This design comes from an exercise in tuning for small area, a short achievable clock period and few clock cycles per item on the open sky130 flow, not from production work. RTL that was checked went through simulation tests only; none was proved equivalent to the original.

==> flow/design.v (excerpt) <==
module rake_choose (
    input  wire         clk,
    input  wire         rst,
    input  wire         start,
    input  wire [2:0]   shape_w1,       
    input  wire [2:0]   shape_h1,       
    input  wire [2:0]   policy,
    input  wire [7:0]   cw_kw,          
    input  wire [7:0]   cw_kt,
    input  wire [7:0]   cw_kd,
    input  wire [7:0]   cw_ks,
    input  wire [9:0]   cw_kh,
    input  wire [7:0]   temp_base,      
    input  wire [7:0]   temp_limit,     
    input  wire [30:0]  bucket_size,    
    input  wire         force_place,
    input  wire         carry,
    input  wire [63:0]  exclude,
    input  wire [7:0]   ent_valid,
    input  wire [47:0]  ent_member,     
    input  wire [31:0]  ent_weight,     
    input  wire [47:0]  ent_router,     
    output reg  [5:0]   mem_addr,
    input  wire [82:0]  mem_data,
    output reg          done,
    output reg  [1:0]   status,         
    output wire [5:0]   anchor,
    output wire [31:0]  cost,
    output wire         hit,
    output reg  [6:0]   eligible
);
Size in the first run: about 440 I/O pins, about 0.045 mm2 of cells after synthesis.
export LEC_CHECK = 0
export CAP_MARGIN = 20
export CORE_MARGIN = 2
export CORE_UTILIZATION = 65
export PLACE_DENSITY = 0.75
export SLEW_MARGIN = 20
create_clock -name core_clock -period 20.0 [get_ports {clk}]
standard.sh (not shown) runs the stock make flow with config.mk's settings and CLKGATE_MAP_FILE= SYNTH_SCRIPT=/design/flow/synth_recipe.tcl, a recipe that flattens the netlist after the stock synthesis.
==> flow/flow/run.sh <==
#!/bin/bash
set -euo pipefail
bash standard.sh BUFFER_PORTS_ARGS="-buffer_cell sky130_fd_sc_hd__buf_1" SETUP_SLACK_MARGIN=12 finish > standard.log 2>&1
Testbench counts at the start, summed over its fixed seeds: cycles 75,703, decisions 384.
Edit:
--- a/flow/design.v
+++ b/flow/design.v
@@ -57,34 +57,36 @@
     reg  [5:0]  pc;             
     reg         rp;             
     reg  [31:0] wmin;
     reg         wmin_seen;
     reg         c_r;            
     reg         c_vld;
     reg  [3:0]  hrun;           
     reg  [31:0] vcnt;           
     reg  [63:0] mask;           
     reg  [30:0] size_s;
     reg  [31:0] size_s3;        
+    reg         s3_prev, s3_cy;
     wire signed [7:0] s_temp  = d_temp;
     wire signed [7:0] s_limit = temp_limit;
     wire signed [7:0] s_base  = temp_base;
     wire ok14 = d_in_part && !exclude[pc] && d_avail && (s_temp < s_limit);
     wire ok5  = !d_tokens[31] && (d_tokens[30:0] >= PASS_TOKENS);
     wire c_now = ok14 && (rp || force_place || ok5);
     wire [5:0] rp_pan  = pc + 6'd1;
     wire [3:0] hrun_n  = !c_r ? 4'd0 : (rp_pan[2:0] == 3'd7) ? 4'd1 : hrun + 4'd1;
     wire       hok     = hrun_n > {1'b0, shape_w1};
     wire [3:0] vhead   = vcnt[3:0];
     wire [3:0] vrun_n  = !hok ? 4'd0 : (rp_pan[5:3] == 3'd7) ? 4'd1 : vhead + 4'd1;
     wire       vok     = vrun_n > {1'b0, shape_h1};
+    wire s3_bit = (pc != 6'd32) && size_s[0];
     reg  [5:0]  pos;            
     reg         busy;
     reg  [5:0]  ca;             
     reg  [2:0]  dx, dy;
     reg         xlast, ylast;
     reg  [5:0]  mi;             
     reg  [1:0]  sc;             
     reg  [30:0] dr;
     reg  [7:0]  dl;
     reg  [7:0]  life_r;
     reg  [8:0]  acc_wear;
@@ -221,42 +223,50 @@
             done  <= 1'b0;
             busy  <= 1'b0;
             wacc  <= 1'b0;
             cbusy <= 1'b0;
             fval  <= 1'b0;
         end else begin
             done <= 1'b0;
             case (state)
                 S_IDLE: begin
                     if (start) begin
                         pc          <= 6'd63;
+                        s3_prev     <= 1'b0;
+                        s3_cy       <= 1'b0;
                         rp          <= 1'b0;
                         wmin        <= 32'd0;
                         wmin_seen   <= 1'b0;
                         c_vld       <= 1'b0;
                         eligible    <= 7'd0;
                         have_best   <= 1'b0;
                         best_cost   <= 21'd0;
                         best_anchor <= 6'd0;
                         best_hit    <= 1'b0;
                         busy        <= 1'b0;
                         wacc        <= 1'b0;
                         cbusy       <= 1'b0;
                         fval        <= 1'b0;
                         size_s      <= (bucket_size < PASS_TOKENS) ? PASS_TOKENS[30:0] :
                                        (bucket_size > 31'h4000_0000) ? 31'h4000_0000 : bucket_size;
                         state       <= S_P1;
                     end
                 end
                 S_P1, S_P1E: begin
-                    size_s3 <= {1'b0, size_s} + {size_s, 1'b0};
+                    if (state == S_P1 && pc[5]) begin
+                        size_s3 <= {s3_bit ^ s3_prev ^ s3_cy, size_s3[31:1]};
+                        s3_cy   <= (s3_bit & s3_prev) | (s3_bit & s3_cy) | (s3_prev & s3_cy);
+                        s3_prev <= s3_bit;
+                        if (pc != 6'd32)
+                            size_s <= {size_s[0], size_s[30:1]};
+                    end
                     if (state == S_P1) begin
                         if (d_in_part && !d_retired && (!wmin_seen || wdiff[32])) begin
                             wmin      <= d_wear;
                             wmin_seen <= 1'b1;
                         end
                         c_r   <= c_now;
                         c_vld <= 1'b1;
                         pc    <= pc - 6'd1;
                         if (pc == 6'd0)
                             state <= S_P1E;
                     end
@@ -275,24 +285,26 @@
                         end
                     end
                     if (state == S_P1E) begin
                         c_vld    <= 1'b0;
                         pos      <= 6'd63;
                         acc_dist <= 11'd0;
                         ha0      <= 4'd0;
                         ha1      <= 4'd0;
                         if (!rp && (eligible != 7'd0 || vok)) begin
                             state <= S_P2;
                         end else if (!rp && !force_place) begin
-                            rp    <= 1'b1;
-                            pc    <= 6'd63;
+                            rp      <= 1'b1;
+                            pc      <= 6'd63;
+                            s3_prev <= 1'b0;
+                            s3_cy   <= 1'b0;
                             state <= S_P1;
                         end else begin
                             status <= (rp && vok) ? ST_WEAR_BUDGET : ST_NO_ROOM;
                             done   <= 1'b1;
                             state  <= S_IDLE;
                         end
                     end
                 end
                 S_P2: begin
                     if (mask[63:56] == 8'd0) begin
                         mask <= {mask[55:0], 8'd0};
After rerunning: Fmax rises by 0.67%. Die area hardly moves. Non-clock buffer count rises by 3. Setup slack gains 52 ps. Final cell count rises by 0.47%. Clock skew falls by 18 ps. First-iteration DRC count rises by 1.7%. Critical path depth falls by 1. Design area falls by 0.51%. Routed wire length falls by 3.4%.
Testbench counts after the change, summed over its fixed seeds: cycles 75,703, decisions 384.

* * *

rake_choose again, from the RTL that the note above started with.
Settings: LEC_CHECK=0, CAP_MARGIN=20, CORE_MARGIN=2, CORE_UTILIZATION=65, PLACE_DENSITY=0.75, SLEW_MARGIN=20; clock period 20.0 ns.
==> flow/flow/run.sh <==
#!/bin/bash
# The standard layout (standard synthesis, floorplan, placement, CTS, routing),
# with one change: the buffers that global placement puts on every input and output
# port are sky130_fd_sc_hd__buf_1 instead of the delay buffer ORFS picks by default.
set -euo pipefail
bash standard.sh BUFFER_PORTS_ARGS="-buffer_cell sky130_fd_sc_hd__buf_1" finish > standard.log 2>&1
The baseline completed with no timing, DRC or antenna violations.
Testbench counts at the start, summed over its fixed seeds: cycles 75,703, decisions 384.
Edit:
--- a/flow/design.v
+++ b/flow/design.v
@@ -59,14 +59,15 @@
     reg  [31:0] wmin;
     reg         wmin_seen;
     reg         c_r;            
     reg         c_vld;
     reg  [3:0]  hrun;           
     reg  [31:0] vcnt;           
     reg  [63:0] mask;           
+    reg         any4;
     reg  [30:0] size_s;
     reg  [31:0] size_s3;        
     wire signed [7:0] s_temp  = d_temp;
     wire signed [7:0] s_limit = temp_limit;
     wire signed [7:0] s_base  = temp_base;
     wire ok14 = d_in_part && !exclude[pc] && d_avail && (s_temp < s_limit);
     wire ok5  = !d_tokens[31] && (d_tokens[30:0] >= PASS_TOKENS);
@@ -226,17 +227,17 @@
         end else begin
             done <= 1'b0;
             case (state)
                 S_IDLE: begin
                     if (start) begin
                         pc          <= 6'd63;
                         rp          <= 1'b0;
-                        wmin        <= 32'd0;
                         wmin_seen   <= 1'b0;
                         c_vld       <= 1'b0;
+                        any4        <= 1'b0;
                         eligible    <= 7'd0;
                         have_best   <= 1'b0;
                         best_cost   <= 21'd0;
                         best_anchor <= 6'd0;
                         best_hit    <= 1'b0;
                         busy        <= 1'b0;
                         wacc        <= 1'b0;
@@ -261,21 +262,16 @@
                             state <= S_P1E;
                     end
                     if (c_vld) begin
                         hrun <= hrun_n;
                         vcnt <= {vrun_n, vcnt[31:4]};
                         mask <= {mask[62:0], vok};
                         if (vok) begin
-                            if (rp) begin
-                                status <= ST_WEAR_BUDGET;
-                                done   <= 1'b1;
-                                state  <= S_IDLE;
-                            end else begin
-                                eligible <= eligible + 7'd1;
-                            end
+                            if (rp) any4 <= 1'b1;
+                            else    eligible <= eligible + 7'd1;
                         end
                     end
                     if (state == S_P1E) begin
                         c_vld    <= 1'b0;
                         pos      <= 6'd63;
                         acc_dist <= 11'd0;
                         ha0      <= 4'd0;
@@ -283,15 +279,15 @@
                         if (!rp && (eligible != 7'd0 || vok)) begin
                             state <= S_P2;
                         end else if (!rp && !force_place) begin
                             rp    <= 1'b1;
                             pc    <= 6'd63;
                             state <= S_P1;
                         end else begin
-                            status <= (rp && vok) ? ST_WEAR_BUDGET : ST_NO_ROOM;
+                            status <= (rp && (any4 || vok)) ? ST_WEAR_BUDGET : ST_NO_ROOM;
                             done   <= 1'b1;
                             state  <= S_IDLE;
                         end
                     end
                 end
                 S_P2: begin
                     if (mask[63:56] == 8'd0) begin
Effect:
- die area grows by 0.70%
- design area increases by 0.83%
- global-route usage came out higher by 0.40 points
- clock-buffer cell count falls by 13
- via count grows by 1.3%
- cell count increases by 1.3%
- worst setup slack is worse by 0.18 ns
- first-iteration DRC count increases by 14%
Function not checked in the second run of this note: the RTL went through the layout flow alone.

==> afterwards: timing with drivers on the ports <==
Ports are ideal in the flow. The routed layouts listed here were re-timed in OpenROAD.
Step 1 (the two cells are an assumption about what drives the block):
set clk [get_ports {clk}]
set_driving_cell -lib_cell sky130_fd_sc_hd__clkbuf_16 $clk
set_driving_cell -lib_cell sky130_fd_sc_hd__buf_2 [delete_from_list [all_inputs] $clk]
Step 2 moves the port delays by t, midway between the first and last clock arrival at a register: inputs arrive t later, outputs are due t later. That takes back most of the time a late clock gives input paths.
Three values: ideal, step 1, step 2; two values: the first two.
| run | t, ns | setup slack, ns | hold slack, ns |
|---|---|---|---|
| the first run of note 1 | 0.674 | 12.191 / 12.191 / 11.747 | 0.416 / 0.416 / 0.416 |
| the second run of note 1 | 0.689 | 12.243 / 12.243 / 11.830 | 0.418 / 0.418 / 0.418 |
| the first run of note 2 | 0.679 | 12.025 / 12.025 / 11.443 | 0.419 / 0.419 / 0.419 |
| the second run of note 2 | 0.669 | 11.842 / 11.842 / 11.676 | 0.413 / 0.413 / 0.413 |
After both steps every run listed still meets setup and hold. For the first run of note 2, which loses most, drivers alone change the setup slack by 0.000 ns; drivers and shift together by -0.582 ns.
